Context: an optimization exercise on an open-source flow, tuned for small area and a short achievable clock period. The choices shown serve that exercise and are no tape-out recipe.
Function was checked by simulation only, so behaviour that the tests miss may differ from the original.

// fpfma
module fpfma (
    input  wire        clk,
    input  wire [2:0]  op,
    input  wire [31:0] a,
    input  wire [31:0] b,
    input  wire [31:0] c,
    output reg  [31:0] result,
    output reg  [4:0]  flags
);
Size in the first run: roughly 4,900 cells after synthesis, ~140 I/O pins, about 32,000 um^2 of cells after synthesis.
==> flow/config.mk <==
export PLATFORM = sky130hd
export DESIGN_NAME = fpfma
export DESIGN_NICKNAME = fpfma
export VERILOG_FILES = /design/flow/design.v
export SDC_FILE = /design/flow/constraint.sdc
export NUM_CORES = 4
export LEC_CHECK = 0
export ABC_AREA = 1
export CAP_MARGIN = 20
export CORE_MARGIN = 2
export CORE_UTILIZATION = 60
export SLEW_MARGIN = 20
==> flow/constraint.sdc <==
create_clock -name core_clock -period 26.0 [get_ports {clk}]
set_input_delay 5.2000 -clock core_clock [delete_from_list [all_inputs] [get_ports {clk}]]
set_output_delay 5.2000 -clock core_clock [all_outputs]
set_load 0.01 [all_outputs]
run.sh (not shown) runs the stock make flow with config.mk's settings and CLKGATE_MAP_FILE= SYNTH_SCRIPT=/design/flow/synth_recipe.tcl, a recipe that flattens the netlist after the stock synthesis.
==> next run, changes <==
==> flow/flow/run.sh (new file) <==
#!/bin/bash
# The standard layout (the standard.sh, unchanged synthesis and
# constraints), with repair_timing asked to keep a larger setup margin so
# that it sizes up the datapath further than the 26 ns clock asks for.
set -o pipefail
bash standard.sh SETUP_SLACK_MARGIN=8 finish > standard_flow.log 2>&1
==> flow/standard.sh (new file) <==
#!/bin/bash
# synth_recipe.tcl (not shown) runs the flow's synth.tcl, then flattens the netlist and writes it again
# the make line also repeats each setting of config.mk as NAME=value (left out here)
make -C /OpenROAD-flow-scripts/flow DESIGN_CONFIG=/design/flow/config.mk WORK_HOME=/design/flow/orfs CLKGATE_MAP_FILE= SYNTH_SCRIPT=/design/flow/synth_recipe.tcl "${@:-finish}"
removed: flow/run.sh
=> Critical path depth shrinks by 9; setup slack gains 2900 ps; die area stays the same; routed wire length grows by 3.8%; final area grows by 4.0%.

* * *

Another version of the RTL of fpfma (not shown whole).
Size in the first run: roughly 4600 cells after synthesis, ~36 flip-flops, ~140 I/O pins.
clock: 26.0 ns
lec_check: 0
abc_area: 1
cap_margin: 20
core_margin: 2
core_utilization: 60
slew_margin: 20
standard.sh (not shown) runs the stock make flow with config.mk's settings and CLKGATE_MAP_FILE= SYNTH_SCRIPT=/design/flow/synth_recipe.tcl, a recipe that flattens the netlist after the stock synthesis.
==> flow/flow/run.sh <==
#!/bin/bash
# The standard layout (the standard.sh: its synthesis, floorplan, power
# grid and constraints unchanged) with two changes to how it optimises:
#  - repair_timing is asked to keep a larger setup margin, so that it sizes
#    up the datapath beyond what the 26 ns clock asks for;
#  - every input and output port still gets its own buffer, but a buf_4
#    instead of the delay buffer buffer_ports picks by default.
# The whole make output goes to standard_flow.log.
set -o pipefail
bash standard.sh "BUFFER_PORTS_ARGS=-buffer_cell sky130_fd_sc_hd__buf_4" SETUP_SLACK_MARGIN=9 finish > standard_flow.log 2>&1
The first run finished clean.
==> next run, changes <==
--- a/flow/flow/run.sh
+++ b/flow/flow/run.sh
@@ -10 +10 @@
-bash standard.sh "BUFFER_PORTS_ARGS=-buffer_cell sky130_fd_sc_hd__buf_4" SETUP_SLACK_MARGIN=9 finish > standard_flow.log 2>&1
+bash standard.sh "BUFFER_PORTS_ARGS=-buffer_cell sky130_fd_sc_hd__buf_4" SETUP_SLACK_MARGIN=8.5 finish > standard_flow.log 2>&1
What happened: The new run finished with timing, DRC and antenna clean; fmax goes down by 1.6%; cell count goes down by 0.52%; synthesized cell count does not change; design area goes down by 1.7%; worst setup slack got worse by 0.27 ns; routed wire length goes down by 1.4%; sequential cell count is unchanged.
==> next run, changes <==
--- a/flow/flow/run.sh
+++ b/flow/flow/run.sh
@@ -10 +10 @@
-bash standard.sh "BUFFER_PORTS_ARGS=-buffer_cell sky130_fd_sc_hd__buf_4" SETUP_SLACK_MARGIN=8.5 finish > standard_flow.log 2>&1
+bash standard.sh "BUFFER_PORTS_ARGS=-buffer_cell sky130_fd_sc_hd__buf_4" SETUP_SLACK_MARGIN=9 finish > standard_flow.log 2>&1
--- a/flow/config.mk
+++ b/flow/config.mk
@@ -11 +11 @@
-export CORE_UTILIZATION = 60
+export CORE_UTILIZATION = 65
What happened:
- core utilization goes up by 5.7 points
- cell area goes up by 0.50%
- routed wire length goes up by 1.5%
- global-route usage goes up by 4.3 points
- fmax goes up by 1.4%
==> next run, changes <==
--- a/flow/config.mk
+++ b/flow/config.mk
@@ -11 +11 @@
-export CORE_UTILIZATION = 65
+export CORE_UTILIZATION = 50
Area after synthesis stays the same.
Sequential share of layout area is about the same.
Design area went up by a few percent.

* * *

fpfma again, from the RTL that the note above started with.
clock: 26.0 ns
lec_check: 0
abc_area: 1
cap_margin: 20
core_margin: 2
core_utilization: 55
slew_margin: 20
==> flow/flow/run.sh <==
#!/bin/bash
# The standard layout (the standard.sh: its synthesis, floorplan, power
# grid and constraints unchanged) with two changes to how it optimises:
#  - repair_timing is asked to keep a larger setup margin, so that it sizes
#    up the datapath beyond what the 26 ns clock asks for;
#  - every input and output port still gets its own buffer, but a buf_4
#    instead of the delay buffer buffer_ports picks by default.
# The whole make output goes to standard_flow.log.
set -o pipefail
bash standard.sh "BUFFER_PORTS_ARGS=-buffer_cell sky130_fd_sc_hd__buf_2" SETUP_SLACK_MARGIN=9 finish > standard_flow.log 2>&1
The starting point went through all stages and came out clean.
Rerun with:
--- a/flow/flow/run.sh
+++ b/flow/flow/run.sh
@@ -10 +10 @@
-bash standard.sh "BUFFER_PORTS_ARGS=-buffer_cell sky130_fd_sc_hd__buf_2" SETUP_SLACK_MARGIN=9 finish > standard_flow.log 2>&1
+bash standard.sh "BUFFER_PORTS_ARGS=-buffer_cell sky130_fd_sc_hd__buf_4" SETUP_SLACK_MARGIN=9 finish > standard_flow.log 2>&1
What happened:
- via count shrinks by about 0.37%
- synthesized area is unchanged
- non-clock buffer count fell by 10
- wire length stays flat
- critical path depth climbs by 2
- count of clock-buffer cells in the layout came out higher by 1
- worst hold slack stays flat
- maximum frequency barely changes
- global-route usage increases by 0.16 points

* * *

run A:
fpfma with an RTL version that a note above also has.
Size: about 4300 cells after synthesis, about 0.033 mm^2 of cells after synthesis.
## fpfma
module fpfma (
    input  wire        clk,
    input  wire [2:0]  op,
    input  wire [31:0] a,
    input  wire [31:0] b,
    input  wire [31:0] c,
    output reg  [31:0] result,
    output reg  [4:0]  flags
);
clock: 26.0 ns
lec_check: 0
abc_area: 0
cap_margin: 20
core_margin: 2
core_utilization: 60
setup_slack_margin: 5
slew_margin: 20
run.sh (not shown) runs the stock make flow with config.mk's settings and CLKGATE_MAP_FILE= SYNTH_SCRIPT=/design/flow/synth_recipe.tcl, a recipe that flattens the netlist after the stock synthesis.
Stock flow here: none of the scripts above is used.
### run A -> run B
--- a/flow/config.mk
+++ b/flow/config.mk
@@ -7,3 +7,3 @@
 export LEC_CHECK = 0
-export ABC_AREA = 0
+export ABC_AREA = 1
 export CAP_MARGIN = 20
==> run summary <==
Looking only at area of all placed cells without fillers, and setting everything else aside, the higher value of run B and run A goes to run A.
Run A ended up with clkdlybuf4s50_1 as its critical path's slowest cell; run B ended up with nor2_8.
Here is what was changed in the inputs of run C compared with run B.
==> flow/flow/run.sh (new file) <==
#!/bin/bash
# The standard layout (the standard.sh: its synthesis, floorplan, power
# grid and constraints unchanged) with two changes to how it optimises:
#  - repair_timing is asked to keep a larger setup margin, so that it sizes
#    up the datapath beyond what the 26 ns clock asks for;
#  - every input and output port still gets its own buffer, but a buf_4
#    instead of the delay buffer buffer_ports picks by default.
# The whole make output goes to standard_flow.log.
set -o pipefail
bash standard.sh "BUFFER_PORTS_ARGS=-buffer_cell sky130_fd_sc_hd__buf_4" SETUP_SLACK_MARGIN=9 finish > standard_flow.log 2>&1
==> flow/standard.sh (new file) <==
#!/bin/bash
# synth_recipe.tcl (not shown) runs the flow's synth.tcl, then flattens the netlist and writes it again
# the make line also repeats each setting of config.mk as NAME=value (left out here)
make -C /OpenROAD-flow-scripts/flow DESIGN_CONFIG=/design/flow/config.mk WORK_HOME=/design/flow/orfs CLKGATE_MAP_FILE= SYNTH_SCRIPT=/design/flow/synth_recipe.tcl "${@:-finish}"
--- a/flow/config.mk
+++ b/flow/config.mk
@@ -11,3 +11,2 @@
 export CORE_UTILIZATION = 60
-export SETUP_SLACK_MARGIN = 5
 export SLEW_MARGIN = 20
removed: flow/run.sh
### Flow results
[compare] base=run B new=run C: wire length of the first global-routing pass now sits higher; worst hold slack now sits lower; number of cells after detailed placement now sits at about the same level; fraction of final layout cells with drive strength greater than 1 now sits higher. Top layer reached by signal wires = met4: run C; top layer reached by signal wires = met5: run B. Between run C and run B, the difference in sequential share of layout area is negligible.

==> re-timing with driven ports <==
No port has a modelled driver above. Below, the same layouts with a new extraction and two added sets of constraints. Step 1 (the two cells are an assumption about what drives the block):
set clk [get_ports {clk}]
set_driving_cell -lib_cell sky130_fd_sc_hd__clkbuf_16 $clk
set_driving_cell -lib_cell sky130_fd_sc_hd__buf_2 [delete_from_list [all_inputs] $clk]
Step 2 also shifts input and output timing later by t, the mid clock arrival at the registers, as if the neighbouring blocks saw the same clock. Three values: ideal, step 1, step 2; two values: the first two.
run | t, ns | setup slack, ns | worst slew at a driven data input, ns | cell pins on the clock port's net
the first run of note 1 | 0.312 | 5.489 / 5.479 / 5.167 | 0.08 | 1
the second run of note 1 | 0.312 | 8.383 / 8.393 / 8.081 | 0.07 | 1
the first run of note 2 | 0.307 | 9.391 / 9.395 / 9.088 | 0.07 | 1
the second run of note 2 | 0.306 | 9.117 / 9.104 / 8.797 | 0.06 | 1
the third run of note 2 | 0.309 | 9.358 / 9.368 / 9.058 | 0.06 | 1
the fourth run of note 2 | 0.304 | 9.272 / 9.278 / 8.974 | 0.07 | 1
the first run of note 3 | 0.309 | 9.420 / 9.430 / 9.121 | 0.07 | 1
the second run of note 3 | 0.306 | 9.436 / 9.438 / 9.132 | 0.09 | 1
run A | 0.306 | 5.573 / 5.575 / 5.269 | 0.05 | 1
run B | 0.310 | 5.994 / 6.004 / 5.694 | 0.08 | 1
run C | 0.316 | 9.224 / 9.212 / 8.896 | 0.07 | 1
After both steps setup and hold are still met in every run listed. The setup slack of run C, which loses most, moves by -0.012 ns with the drivers and by -0.328 ns with both steps.
